Source: an optimization exercise on an open RTL-to-GDS flow (aim: small area, a short achievable clock period and few clock cycles). Production flows keep margins and buffers that such runs may drop.
Only simulation tests tie the RTL to the original design; equivalence was not proved.

==> run a <==
Design stoker_core, start of the top module:
module stoker_core (
    input             clk,
    input             rst,
    output     [11:0] i_addr,
    input      [31:0] i_rdata,
    output            d_req,
    output            d_we,
    output     [12:0] d_addr,
    output     [3:0]  d_be,
    output     [31:0] d_wdata,
    input      [31:0] d_rdata,
    output reg        halted,
    output reg        except,
    output reg [1:0]  exc_class,
    output reg [2:0]  exc_sub,
    output     [13:0] exc_pc,
    output     [31:0] exc_insn,
    output reg [31:0] exc_addr
);
    reg [31:0]  rf [0:15];      
    reg [15:0]  rv;
    reg [41:0]  a0, a1;         
    reg [3:1]   p;
    reg         fl_n, fl_z, fl_c, fl_v, fl_s;
    function cond_true;
        input [3:0] c;
        input n, z, cy, v, s;
        begin
            case (c)
                4'd0:  cond_true = z;
                4'd1:  cond_true = !z;
                4'd2:  cond_true = n != v;
                4'd3:  cond_true = n == v;
                4'd4:  cond_true = !z && (n == v);
                4'd5:  cond_true = z || (n != v);
                4'd6:  cond_true = !cy;
                4'd7:  cond_true = cy;
                4'd8:  cond_true = cy && !z;
                4'd9:  cond_true = !cy || z;
                4'd10: cond_true = n;
                4'd11: cond_true = !n;
                4'd12: cond_true = v;
                4'd13: cond_true = !v;
                4'd14: cond_true = s;
                default: cond_true = 1'b1;
            endcase
        end
    endfunction
    function [5:0] clz32;
        input [31:0] x;
        integer k;
        reg found;
        begin
            clz32 = 6'd32;
            found = 1'b0;
            for (k = 31; k >= 0; k = k - 1) begin
  ...
clock: 24.0 ns
lec_check: 0
cap_margin: 20
core_margin: 2
core_utilization: 30
place_density: 0.45
slew_margin: 20
run.sh (not shown) runs the stock make flow with config.mk's settings and CLKGATE_MAP_FILE= SYNTH_SCRIPT=/design/flow/synth_recipe.tcl, a recipe that flattens the netlist after the stock synthesis.
==> run b (differences from run a) <==
--- a/flow/design.v
+++ b/flow/design.v
@@ -16,12 +16,13 @@
     output     [13:0] exc_pc,
     output     [31:0] exc_insn,
     output reg [31:0] exc_addr
 );
     reg [31:0]  rf [0:15];      
     reg [15:0]  rv;
+    reg         a0v, a1v;       
     reg [41:0]  a0, a1;         
     reg [3:1]   p;
     reg         fl_n, fl_z, fl_c, fl_v, fl_s;
     function cond_true;
         input [3:0] c;
         input n, z, cy, v, s;
@@ -77,14 +78,17 @@
     reg         e_wr;           
     reg         e_resadd, e_subop, e_loop, e_and, e_or, e_xor, e_sh, e_shl, e_sar;
     reg         e_mul, e_min, e_max, e_clz, e_movb, e_movhi, e_sat, e_mac, e_pset;
     reg         e_ld, e_st, e_halt, e_setnz, e_setcv, e_setc;
     reg         e_ill_op, e_ill_field, e_fexc;
     reg [1:0]   e_msz;          
+    reg [12:0]  e_maddr;        
     reg [1:0]   e_step;
-    reg         e_uhi, e_vhi, e_neg;    
+    reg [15:0]  mq_a, mq_b;     
+    reg         mq_as, mq_bs;   
+    reg         e_neg;          
     reg         ld_arr;         
     reg [3:0]   ld_rd;
     reg [1:0]   ld_size;
     reg [1:0]   ld_off;
     reg         ldr_v;
     reg [3:0]   ldr_rd;
@@ -114,22 +118,25 @@
     wire        e_pred = (e_pr == 2'd0) ? 1'b1 : p[e_pr];
     wire        e_go   = e_valid && e_pred && !halted;
     wire [3:0]  e_fn   = e_ir[11:8];
     wire        e_exc_pre = e_ill_op || e_ill_field || e_fexc;
     wire [31:0] ada   = ea | {32{e_loop}};
     wire [31:0] adb   = e_subop ? ~eb : eb;
-    wire [32:0] sum33 = {1'b0, ada} + {1'b0, adb} + {32'd0, e_subop};
+    wire [33:0] sum34 = {1'b0, ada, 1'b1} + {1'b0, adb, e_subop};    
+    wire [32:0] sum33 = sum34[33:1];
     wire        add_v = (ada[31] == adb[31]) && (sum33[31] != ada[31]);
     wire        lt    = sum33[31] ^ add_v;
     wire        mc_cm  = e_mac && (e_fn == 4'd4 || e_fn == 4'd5);
-    wire [15:0] mu     = e_uhi ? ea[31:16] : ea[15:0];
-    wire [15:0] mv     = e_vhi ? eb[31:16] : eb[15:0];
-    wire [16:0] mq_u   = {e_mac & mu[15], mu};
-    wire [16:0] mq_v   = {e_mac & mv[15], mv};
+    wire [15:0] mu     = mq_a;
+    wire [15:0] mv     = mq_b;
+    wire [16:0] mq_u   = {mq_as, mu};
+    wire [16:0] mq_v   = {mq_bs, mv};
+    wire [41:0] a0r    = a0v ? a0 : 42'd0;
+    wire [41:0] a1r    = a1v ? a1 : 42'd0;
     wire        m_to1  = mc_cm ? e_step[1] : e_ir[20];
-    wire [41:0] acc_in = (e_fn == 4'd2) ? 42'd0 : (m_to1 ? a1 : a0);
+    wire [41:0] acc_in = (e_fn == 4'd2) ? 42'd0 : (m_to1 ? a1r : a0r);
     wire [41:0] mx     = e_mul ? ((e_step == 2'd0) ? 42'd0 :
                                   (e_step == 2'd1) ? {25'd0, ea[31:16], 1'b0} :
                                                      {9'd0, ea[31:16], 17'd0})
                                : (acc_in ^ {42{e_neg}});
     wire [41:0] mq_x   = mx;
     wire [18:0] mq_vx = {mq_v[16], mq_v, 1'b0};
@@ -542,13 +549,13 @@
     wire [41:0] m_new  = (e_fn == 4'd6) ? 42'd0 :
                          (e_fn == 4'd7) ? {{10{ea[31]}}, ea} :
                          m_fin ? {{2{msum[39]}}, msum[39:0]} : msum;
     wire        s_x    = e_ir[16];
     wire [4:0]  s_sh   = e_ir[7:3];
     wire [2:0]  s_mode = e_ir[2:0];
-    wire [39:0] sacc   = s_x ? a1[39:0] : a0[39:0];
+    wire [39:0] sacc   = s_x ? a1r[39:0] : a0r[39:0];
     reg  [30:0] tmask;
     integer ti;
     always @(*) for (ti = 0; ti < 31; ti = ti + 1) tmask[ti] = (ti < s_sh);
     wire        s_stk  = |(sacc[29:0] & tmask[30:1]);    
     wire [31:0] a_rev;
     genvar gr;
@@ -593,49 +600,58 @@
             end else begin
                 satres = {{16{s_r16[15]}}, s_r16};
             end
             default: ;
         endcase
     end
-    wire [31:0] res =
+    wire [31:0] res_o =
         ({32{e_resadd}} & sum33[31:0]) |
         ({32{e_and}}    & (ea & eb)) |
         ({32{e_or}}     & (ea | eb)) |
         ({32{e_xor}}    & (ea ^ eb)) |
         ({32{e_sh}}     & shres) |
         ({32{e_mul}}    & ea) |
-        ({32{e_min}}    & (lt ? ea : eb)) |
-        ({32{e_max}}    & (lt ? eb : ea)) |
         ({32{e_clz}}    & {26'd0, clz32(ea)}) |
         ({32{e_movb}}   & eb) |
         ({32{e_movhi}}  & {e_ir[15:0], eb[15:0]}) |
         ({32{e_sat}}    & satres);
+    wire [31:0] res =
+        res_o |
+        ({32{e_min}}    & (lt ? ea : eb)) |
+        ({32{e_max}}    & (lt ? eb : ea));
+    wire        za    = ea == 32'd0;
+    wire        zb    = eb == 32'd0;
+    wire        r_z   = e_min ? (lt ? za : zb) :
+                        e_max ? (lt ? zb : za) : (res_o == 32'd0);
+    wire        r_n   = e_min ? (lt ? ea[31] : eb[31]) :
+                        e_max ? (lt ? eb[31] : ea[31]) : res_o[31];
     wire [31:0] agu    = ea + {{16{e_ir[15]}}, e_ir[15:0]};
     wire        x_adr  = agu[31:15] != 17'd0;
     wire        x_aln  = (e_msz == 2'd0 && agu[1:0] != 2'd0) ||
                          (e_msz == 2'd1 && agu[0]);
     wire        x_mem  = (e_ld || e_st) && (x_adr || x_aln);
     wire        exc_now = e_go && (e_exc_pre || x_mem);
     wire        st_go  = e_go && e_st && !x_adr && !x_aln;
     wire [3:0]  st_be  = (e_msz == 2'd0) ? 4'b1111 :
                          (e_msz == 2'd1) ? (agu[1] ? 4'b1100 : 4'b0011) :
                                            (4'b0001 << agu[1:0]);
     wire [31:0] st_dat = (e_msz == 2'd0) ? eb :
                          (e_msz == 2'd1) ? {2{eb[15:0]}} : {4{eb[7:0]}};
-    assign d_req   = sb_v || (e_go && e_ld);
+    assign d_req   = sb_v || (e_valid && e_ld && !halted);
     assign d_we    = sb_v;
-    assign d_addr  = sb_v ? sb_addr : agu[14:2];
+    assign d_addr  = sb_v ? sb_addr : e_maddr;
     assign d_be    = sb_be;
     assign d_wdata = sb_data;
     wire        e_multi = (e_mul || mc_cm) && e_step != 2'd3;
     wire        e_busy = e_go && !e_exc_pre && (e_multi || (e_ld && sb_v));
     wire        e_last = !e_multi;
     wire        e_we   = e_go && !e_exc_pre && e_last && e_wr;
     wire        e_stop = e_go && (e_exc_pre || x_mem || e_halt);
-    assign exc_pc   = except ? {e_pc, 2'b00} : 14'd0;
-    assign exc_insn = except ? e_ir : 32'd0;
+    assign exc_pc   = {e_pc, 2'b00};
+    assign exc_insn = e_ir;
+    wire        e_hlt  = e_go && e_halt && !e_exc_pre;
     wire [5:0]  op    = ir[31:26];
     wire [1:0]  pr    = ir[25:24];
     wire [3:0]  rd    = ir[23:20];
     wire [3:0]  ra    = ir[19:16];
     wire [3:0]  rb    = ir[15:12];
     wire [3:0]  fn    = ir[11:8];
@@ -673,12 +689,14 @@
     wire [31:0] opbr = fwd_eb ? res : opb0;
     wire [12:0] link_w = {1'b0, ir_pc} + 13'd1;
     wire        imm_sx = op == 6'h11 || op == 6'h12 || op == 6'h1D;
     wire [31:0] immv  = is_call ? {17'd0, link_w, 2'b00} :
                         imm_sx  ? {{16{imm16[15]}}, imm16} : {16'd0, imm16};
     wire [31:0] opb   = use_b ? opbr : immv;
+    wire [15:0] mqa_d = (op == 6'h09 || fn == 4'd3) ? opa[31:16] : opa[15:0];
+    wire [15:0] mqb_d = (op != 6'h09 && fn == 4'd3) ? opb[31:16] : opb[15:0];
     wire d_pred = (pr == 2'd0) ? 1'b1 : p[pr];
     reg  [15:0] eq1;
     integer qi;
     always @(*) for (qi = 0; qi < 16; qi = qi + 1) eq1[qi] = rv[qi] && rf[qi] == 32'd1;
     wire [21:0] tgt22 = {10'd0, ir_pc} + {{2{off20[19]}}, off20};
     wire        bfar  = tgt22[21:12] != 10'd0;
@@ -690,13 +708,16 @@
                    (ld_arr && ld_rd == idxc) || (ldr_v && ldr_rd == idxc);
     wire s_lduse = e_valid && e_ld && ((use_a && e_rd == ra) || (use_b && e_rd == idxb));
     wire s_flags = is_bcc && e_valid &&
                    ((rd == 4'd14) ? (e_mac || e_sat) : (rd != 4'd15 && e_setnz));
     wire s_pred  = is_ctrl && pr != 2'd0 && e_valid && e_pset && e_ir[23:22] == pr;
     wire s_cons  = (is_loop || is_ret) && pend_c;
-    wire d_stall = ir_v && (e_busy || s_lduse || (!ir_done && (s_flags || s_pred || s_cons)));
+    wire s_agu   = is_ld && (fwd_ea || fwd_la);
+    wire [31:0] lbase = fwd_ra ? ldr : rfa;
+    wire [14:0] lsum  = lbase[14:0] + imm16[14:0];
+    wire d_stall = ir_v && (e_busy || s_lduse || s_agu || (!ir_done && (s_flags || s_pred || s_cons)));
     wire d_adv   = ir_v && !d_stall;
     wire redirect = d_adv && !ir_done && d_pred && taken;
     wire d_setnz = alu_any || op == 6'h1E || op == 6'h1F;
     wire d_wrany = alu_any && op != 6'h0D && op != 6'h1D || op == 6'h10 || op == 6'h1E ||
                    op == 6'h1F || is_call || is_loop || is_ld;
     wire [3:0] d_rdw = is_call ? 4'd15 : rd;
@@ -765,16 +786,21 @@
     always @(posedge clk) begin
         sb_addr <= agu[14:2];
         sb_be   <= st_be;
         sb_data <= st_dat;
         if (rst) begin
             rv <= 16'd0;
-            a0 <= 42'd0; a1 <= 42'd0;
+            a0v <= 1'b0; a1v <= 1'b0;
             p <= 3'd0;
             fl_n <= 1'b0; fl_z <= 1'b0; fl_c <= 1'b0; fl_v <= 1'b0; fl_s <= 1'b0;
-            pc_f <= 12'd0; nxt <= 12'd0; f_pc <= 12'hFFF; ir_v <= 1'b0;
+            if (halted && pc_f == 12'd0) begin
+                f_pc <= 12'd0; pc_f <= 12'd1;
+            end else begin
+                f_pc <= 12'hFFF; pc_f <= 12'd0;
+            end
+            nxt <= 12'd0; ir_v <= 1'b0;
             e_valid <= 1'b0; e_step <= 2'd0;
             ld_arr <= 1'b0; ldr_v <= 1'b0; sb_v <= 1'b0;
             halted <= 1'b0; except <= 1'b0;
             exc_class <= 2'd0; exc_sub <= 3'd0; exc_addr <= 32'd0;
         end else begin
             if (w_en) rv[w_idx] <= 1'b1;
@@ -810,20 +836,21 @@
                         ld_arr <= 1'b1;
                         ld_rd <= e_rd;
                         ld_size <= e_msz;
                         ld_off <= agu[1:0];
                     end
                     if (e_mac) begin
-                        if (m_to1) a1 <= m_new; else a0 <= m_new;
+                        if (m_to1) begin a1 <= m_new; a1v <= 1'b1; end
+                        else begin a0 <= m_new; a0v <= 1'b1; end
                         if (m_ovf) fl_s <= 1'b1;
                     end
                     if (e_sat && sat_ovf) fl_s <= 1'b1;
                     if (e_last) begin
                         if (e_setnz) begin
-                            fl_n <= res[31];
-                            fl_z <= res == 32'd0;
+                            fl_n <= r_n;
+                            fl_z <= r_z;
                         end
                         if (e_setcv) begin
                             fl_c <= sum33[32];
                             fl_v <= add_v;
                         end
                         if (e_setc) fl_c <= shc;
@@ -840,26 +867,34 @@
                     end
                 end
                 if (e_busy) begin
                     if (e_multi) begin
                         e_step <= e_step + 2'd1;
                         if (e_mul) begin
-                            e_uhi <= 1'b0;
-                            e_vhi <= e_step == 2'd0;
+                            mq_a <= ea[15:0];
+                            mq_b <= (e_step == 2'd0) ? eb[31:16] : eb[15:0];
+                            mq_as <= 1'b0; mq_bs <= 1'b0;
                             if (e_step == 2'd2) ea <= my[32:1];
                             else ea[31:16] <= my[16:1];
                         end else if (e_fn == 4'd4) begin
-                            e_uhi <= e_step != 2'd1;
-                            e_vhi <= e_step != 2'd2;
+                            mq_a <= (e_step != 2'd1) ? ea[31:16] : ea[15:0];
+                            mq_b <= (e_step != 2'd2) ? eb[31:16] : eb[15:0];
+                            mq_as <= (e_step != 2'd1) ? ea[31] : ea[15];
+                            mq_bs <= (e_step != 2'd2) ? eb[31] : eb[15];
                             e_neg <= e_step == 2'd0;
                         end else begin
-                            e_uhi <= e_step != 2'd2;
-                            e_vhi <= e_step != 2'd1;
+                            mq_a <= (e_step != 2'd2) ? ea[31:16] : ea[15:0];
+                            mq_b <= (e_step != 2'd1) ? eb[31:16] : eb[15:0];
+                            mq_as <= (e_step != 2'd2) ? ea[31] : ea[15];
+                            mq_bs <= (e_step != 2'd1) ? eb[31] : eb[15];
                             e_neg <= e_step == 2'd2;
                         end
                     end
+                end else if (e_hlt) begin
+                    e_ir <= 32'd0;
+                    e_pc <= 12'd0;
                 end else if (!e_stop) begin
                     e_step <= 2'd0;
                     e_valid <= d_adv;
                     e_ir <= ir;
                     e_pc <= ir_pc;
                     ea <= opa;
@@ -884,32 +919,36 @@
                     e_movhi  <= is_movhi;
                     e_sat    <= op == 6'h10;
                     e_mac    <= op == 6'h0F;
                     e_pset   <= op == 6'h0E;
                     e_ld     <= is_ld;
                     e_st     <= is_st;
+                    e_maddr  <= lsum[14:2];
                     e_msz    <= (op == 6'h20 || op == 6'h23) ? 2'd0 :
                                 (op == 6'h21 || op == 6'h24) ? 2'd1 : 2'd2;
                     e_halt   <= op == 6'h2E;
                     e_setnz  <= alu_any || op == 6'h1E || op == 6'h1F;
                     e_setcv  <= alu_any && (aop == 4'h1 || aop == 4'h2 || aop == 4'hD);
                     e_setc   <= alu_any && (aop == 4'h6 || aop == 4'h7 || aop == 4'h8);
                     e_ill_op <= ill_op;
                     e_ill_field <= ill_field;
                     e_fexc   <= (ir_done ? ir_tk : (d_pred && taken)) && bfar && !is_ret;
-                    e_uhi    <= op == 6'h09 || fn == 4'd3;
-                    e_vhi    <= op != 6'h09 && fn == 4'd3;
+                    mq_a     <= mqa_d;
+                    mq_b     <= mqb_d;
+                    mq_as    <= op == 6'h0F && mqa_d[15];
+                    mq_bs    <= op == 6'h0F && mqb_d[15];
                     e_neg    <= op != 6'h09 && fn == 4'd1;
                 end
                 f_pc <= pc_f;
                 pc_f <= i_take ? itgt : pc_other;
                 nxt  <= redirect ? btgt : i_take ? itgt : accept ? nxt + 12'd1 : nxt;
                 if (accept) begin
                     ir <= i_rdata; ir_pc <= f_pc;
                     ir_done <= a_done; ir_tk <= a_tk;
                 end
                 if (redirect) ir_v <= 1'b0;
                 else if (room) ir_v <= accept;
+                if (exc_now || e_hlt) pc_f <= 12'd0;
             end
         end
     end
 endmodule
==> flow/flow/run.sh (new file) <==
#!/bin/bash
# The standard layout, with two changes: the timing repair aims for more
# setup slack than the 24 ns clock needs, so that the achieved period shrinks,
# and the port buffers are buf_2 rather than the default delay-cell buffer.
set -euo pipefail
bash standard.sh SETUP_SLACK_MARGIN=17 "BUFFER_PORTS_ARGS=-buffer_cell sky130_fd_sc_hd__buf_2" finish > standard_flow.log 2>&1
==> flow/standard.sh (new file) <==
#!/bin/bash
# synth_recipe.tcl (not shown) runs the flow's synth.tcl, then flattens the netlist and writes it again
# the make line also repeats each setting of config.mk as NAME=value (left out here)
make -C /OpenROAD-flow-scripts/flow DESIGN_CONFIG=/design/flow/config.mk WORK_HOME=/design/flow/orfs CLKGATE_MAP_FILE= SYNTH_SCRIPT=/design/flow/synth_recipe.tcl "${@:-finish}"
Settings changed: CORE_UTILIZATION 30 to 40, PLACE_DENSITY 0.45 to 0.55.
removed: flow/run.sh
==> run c (differences from run a) <==
--- a/flow/design.v
+++ b/flow/design.v
@@ -77,14 +77,16 @@
     reg         e_wr;           
     reg         e_resadd, e_subop, e_loop, e_and, e_or, e_xor, e_sh, e_shl, e_sar;
     reg         e_mul, e_min, e_max, e_clz, e_movb, e_movhi, e_sat, e_mac, e_pset;
     reg         e_ld, e_st, e_halt, e_setnz, e_setcv, e_setc;
     reg         e_ill_op, e_ill_field, e_fexc;
     reg [1:0]   e_msz;          
+    reg [12:0]  e_maddr;        
     reg [1:0]   e_step;
-    reg         e_uhi, e_vhi, e_neg;    
+    reg [15:0]  mq_a, mq_b;     
+    reg         e_neg;          
     reg         ld_arr;         
     reg [3:0]   ld_rd;
     reg [1:0]   ld_size;
     reg [1:0]   ld_off;
     reg         ldr_v;
     reg [3:0]   ldr_rd;
@@ -114,18 +116,19 @@
     wire        e_pred = (e_pr == 2'd0) ? 1'b1 : p[e_pr];
     wire        e_go   = e_valid && e_pred && !halted;
     wire [3:0]  e_fn   = e_ir[11:8];
     wire        e_exc_pre = e_ill_op || e_ill_field || e_fexc;
     wire [31:0] ada   = ea | {32{e_loop}};
     wire [31:0] adb   = e_subop ? ~eb : eb;
-    wire [32:0] sum33 = {1'b0, ada} + {1'b0, adb} + {32'd0, e_subop};
+    wire [33:0] sum34 = {1'b0, ada, 1'b1} + {1'b0, adb, e_subop};    
+    wire [32:0] sum33 = sum34[33:1];
     wire        add_v = (ada[31] == adb[31]) && (sum33[31] != ada[31]);
     wire        lt    = sum33[31] ^ add_v;
     wire        mc_cm  = e_mac && (e_fn == 4'd4 || e_fn == 4'd5);
-    wire [15:0] mu     = e_uhi ? ea[31:16] : ea[15:0];
-    wire [15:0] mv     = e_vhi ? eb[31:16] : eb[15:0];
+    wire [15:0] mu     = mq_a;
+    wire [15:0] mv     = mq_b;
     wire [16:0] mq_u   = {e_mac & mu[15], mu};
     wire [16:0] mq_v   = {e_mac & mv[15], mv};
     wire        m_to1  = mc_cm ? e_step[1] : e_ir[20];
     wire [41:0] acc_in = (e_fn == 4'd2) ? 42'd0 : (m_to1 ? a1 : a0);
     wire [41:0] mx     = e_mul ? ((e_step == 2'd0) ? 42'd0 :
                                   (e_step == 2'd1) ? {25'd0, ea[31:16], 1'b0} :
@@ -620,13 +623,13 @@
                          (e_msz == 2'd1) ? (agu[1] ? 4'b1100 : 4'b0011) :
                                            (4'b0001 << agu[1:0]);
     wire [31:0] st_dat = (e_msz == 2'd0) ? eb :
                          (e_msz == 2'd1) ? {2{eb[15:0]}} : {4{eb[7:0]}};
     assign d_req   = sb_v || (e_go && e_ld);
     assign d_we    = sb_v;
-    assign d_addr  = sb_v ? sb_addr : agu[14:2];
+    assign d_addr  = sb_v ? sb_addr : e_maddr;
     assign d_be    = sb_be;
     assign d_wdata = sb_data;
     wire        e_multi = (e_mul || mc_cm) && e_step != 2'd3;
     wire        e_busy = e_go && !e_exc_pre && (e_multi || (e_ld && sb_v));
     wire        e_last = !e_multi;
     wire        e_we   = e_go && !e_exc_pre && e_last && e_wr;
@@ -690,13 +693,16 @@
                    (ld_arr && ld_rd == idxc) || (ldr_v && ldr_rd == idxc);
     wire s_lduse = e_valid && e_ld && ((use_a && e_rd == ra) || (use_b && e_rd == idxb));
     wire s_flags = is_bcc && e_valid &&
                    ((rd == 4'd14) ? (e_mac || e_sat) : (rd != 4'd15 && e_setnz));
     wire s_pred  = is_ctrl && pr != 2'd0 && e_valid && e_pset && e_ir[23:22] == pr;
     wire s_cons  = (is_loop || is_ret) && pend_c;
-    wire d_stall = ir_v && (e_busy || s_lduse || (!ir_done && (s_flags || s_pred || s_cons)));
+    wire s_agu   = is_ld && (fwd_ea || fwd_la);
+    wire [31:0] lbase = fwd_ra ? ldr : rfa;
+    wire [14:0] lsum  = lbase[14:0] + imm16[14:0];
+    wire d_stall = ir_v && (e_busy || s_lduse || s_agu || (!ir_done && (s_flags || s_pred || s_cons)));
     wire d_adv   = ir_v && !d_stall;
     wire redirect = d_adv && !ir_done && d_pred && taken;
     wire d_setnz = alu_any || op == 6'h1E || op == 6'h1F;
     wire d_wrany = alu_any && op != 6'h0D && op != 6'h1D || op == 6'h10 || op == 6'h1E ||
                    op == 6'h1F || is_call || is_loop || is_ld;
     wire [3:0] d_rdw = is_call ? 4'd15 : rd;
@@ -840,23 +846,23 @@
                     end
                 end
                 if (e_busy) begin
                     if (e_multi) begin
                         e_step <= e_step + 2'd1;
                         if (e_mul) begin
-                            e_uhi <= 1'b0;
-                            e_vhi <= e_step == 2'd0;
+                            mq_a <= ea[15:0];
+                            mq_b <= (e_step == 2'd0) ? eb[31:16] : eb[15:0];
                             if (e_step == 2'd2) ea <= my[32:1];
                             else ea[31:16] <= my[16:1];
                         end else if (e_fn == 4'd4) begin
-                            e_uhi <= e_step != 2'd1;
-                            e_vhi <= e_step != 2'd2;
+                            mq_a <= (e_step != 2'd1) ? ea[31:16] : ea[15:0];
+                            mq_b <= (e_step != 2'd2) ? eb[31:16] : eb[15:0];
                             e_neg <= e_step == 2'd0;
                         end else begin
-                            e_uhi <= e_step != 2'd2;
-                            e_vhi <= e_step != 2'd1;
+                            mq_a <= (e_step != 2'd2) ? ea[31:16] : ea[15:0];
+                            mq_b <= (e_step != 2'd1) ? eb[31:16] : eb[15:0];
                             e_neg <= e_step == 2'd2;
                         end
                     end
                 end else if (!e_stop) begin
                     e_step <= 2'd0;
                     e_valid <= d_adv;
@@ -884,23 +890,24 @@
                     e_movhi  <= is_movhi;
                     e_sat    <= op == 6'h10;
                     e_mac    <= op == 6'h0F;
                     e_pset   <= op == 6'h0E;
                     e_ld     <= is_ld;
                     e_st     <= is_st;
+                    e_maddr  <= lsum[14:2];
                     e_msz    <= (op == 6'h20 || op == 6'h23) ? 2'd0 :
                                 (op == 6'h21 || op == 6'h24) ? 2'd1 : 2'd2;
                     e_halt   <= op == 6'h2E;
                     e_setnz  <= alu_any || op == 6'h1E || op == 6'h1F;
                     e_setcv  <= alu_any && (aop == 4'h1 || aop == 4'h2 || aop == 4'hD);
                     e_setc   <= alu_any && (aop == 4'h6 || aop == 4'h7 || aop == 4'h8);
                     e_ill_op <= ill_op;
                     e_ill_field <= ill_field;
                     e_fexc   <= (ir_done ? ir_tk : (d_pred && taken)) && bfar && !is_ret;
-                    e_uhi    <= op == 6'h09 || fn == 4'd3;
-                    e_vhi    <= op != 6'h09 && fn == 4'd3;
+                    mq_a     <= (op == 6'h09 || fn == 4'd3) ? opa[31:16] : opa[15:0];
+                    mq_b     <= (op != 6'h09 && fn == 4'd3) ? opb[31:16] : opb[15:0];
                     e_neg    <= op != 6'h09 && fn == 4'd1;
                 end
                 f_pc <= pc_f;
                 pc_f <= i_take ? itgt : pc_other;
                 nxt  <= redirect ? btgt : i_take ? itgt : accept ? nxt + 12'd1 : nxt;
                 if (accept) begin
==> flow/flow/run.sh (new file) <==
#!/bin/bash
# The standard layout, with the timing repair aiming for more setup slack
# than the 24 ns clock needs, so that the achieved period shrinks.
set -euo pipefail
bash standard.sh SETUP_SLACK_MARGIN=17 finish > standard_flow.log 2>&1
==> flow/standard.sh (new file) <==
#!/bin/bash
# synth_recipe.tcl (not shown) runs the flow's synth.tcl, then flattens the netlist and writes it again
# the make line also repeats each setting of config.mk as NAME=value (left out here)
make -C /OpenROAD-flow-scripts/flow DESIGN_CONFIG=/design/flow/config.mk WORK_HOME=/design/flow/orfs CLKGATE_MAP_FILE= SYNTH_SCRIPT=/design/flow/synth_recipe.tcl "${@:-finish}"
removed: flow/run.sh
==> results.ini <==
[final_layout]
antenna_cells=13
n_all_buffers=669

[worst_setup_path]
crit_cells=6
required_ns=19.20

[synthesis]
ys_seq_area_frac=0.379

[run_status]
status=no timing/DRC/antenna violations

[drt]
drt-wirelength-per-cell_um=35.7

[end of results for run c]
==> results.ini <==
[worst_setup_path]
required_ns=24.45
crit_cells=19

[synthesis]
ys.flop_type=edfxtp_1

[drt]
drt-wirelength-per-cell_um=39.8

[final_layout]
n_all_buffers=609
antenna_cells=29

[run_status]
status=no timing/DRC/antenna violations

[end of results for run b]
==> results.ini <==
[drt]
drt-wirelength-per-cell_um=36.0

[final_layout]
n_all_buffers=506
antenna_cells=9

[run_status]
status=no timing/DRC/antenna violations

[worst_setup_path]
required_ns=24.67
crit_cells=29

[end of results for run a]
Testbench counts of run a, summed over its fixed seeds: cycles 148,024.
Testbench counts of run b, summed over its fixed seeds: cycles 147,780.
Testbench counts of run c, summed over its fixed seeds: cycles 148,028.

separate check: timing with driven ports:
The flow's constraints put no driver on any port. The routed layouts listed below were extracted and timed again, unchanged, in two steps. Step 1: set_driving_cell puts a clkbuf_16 on clk and a buf_2 on each other input, an assumption about the parent block. Step 2 also shifts input and output timing later by t, the mid clock arrival at the registers, as if the neighbouring blocks saw the same clock. a / b / c = ideal / step 1 / step 2; a / b = the first two.
| run | t, ns | setup WS [ns] | worst hold slack (ns) | cell pins on the clock port's net |
|---|---|---|---|---|
| run a | 0.886 | 13.433 / 13.433 / 13.433 | 0.461 / 0.461 / 0.461 | 1 |
| run b | 0.903 | 16.543 / 16.543 / 15.994 | 0.424 / 0.424 / 0.424 | 1 |
| run c | 0.924 | 16.773 / 16.676 / 15.949 | 0.464 / 0.464 / 0.464 | 1 |
After both steps every run listed still meets setup and hold. The setup slack of run c, which loses most, moves by -0.097 ns with the drivers and by -0.824 ns with both steps.
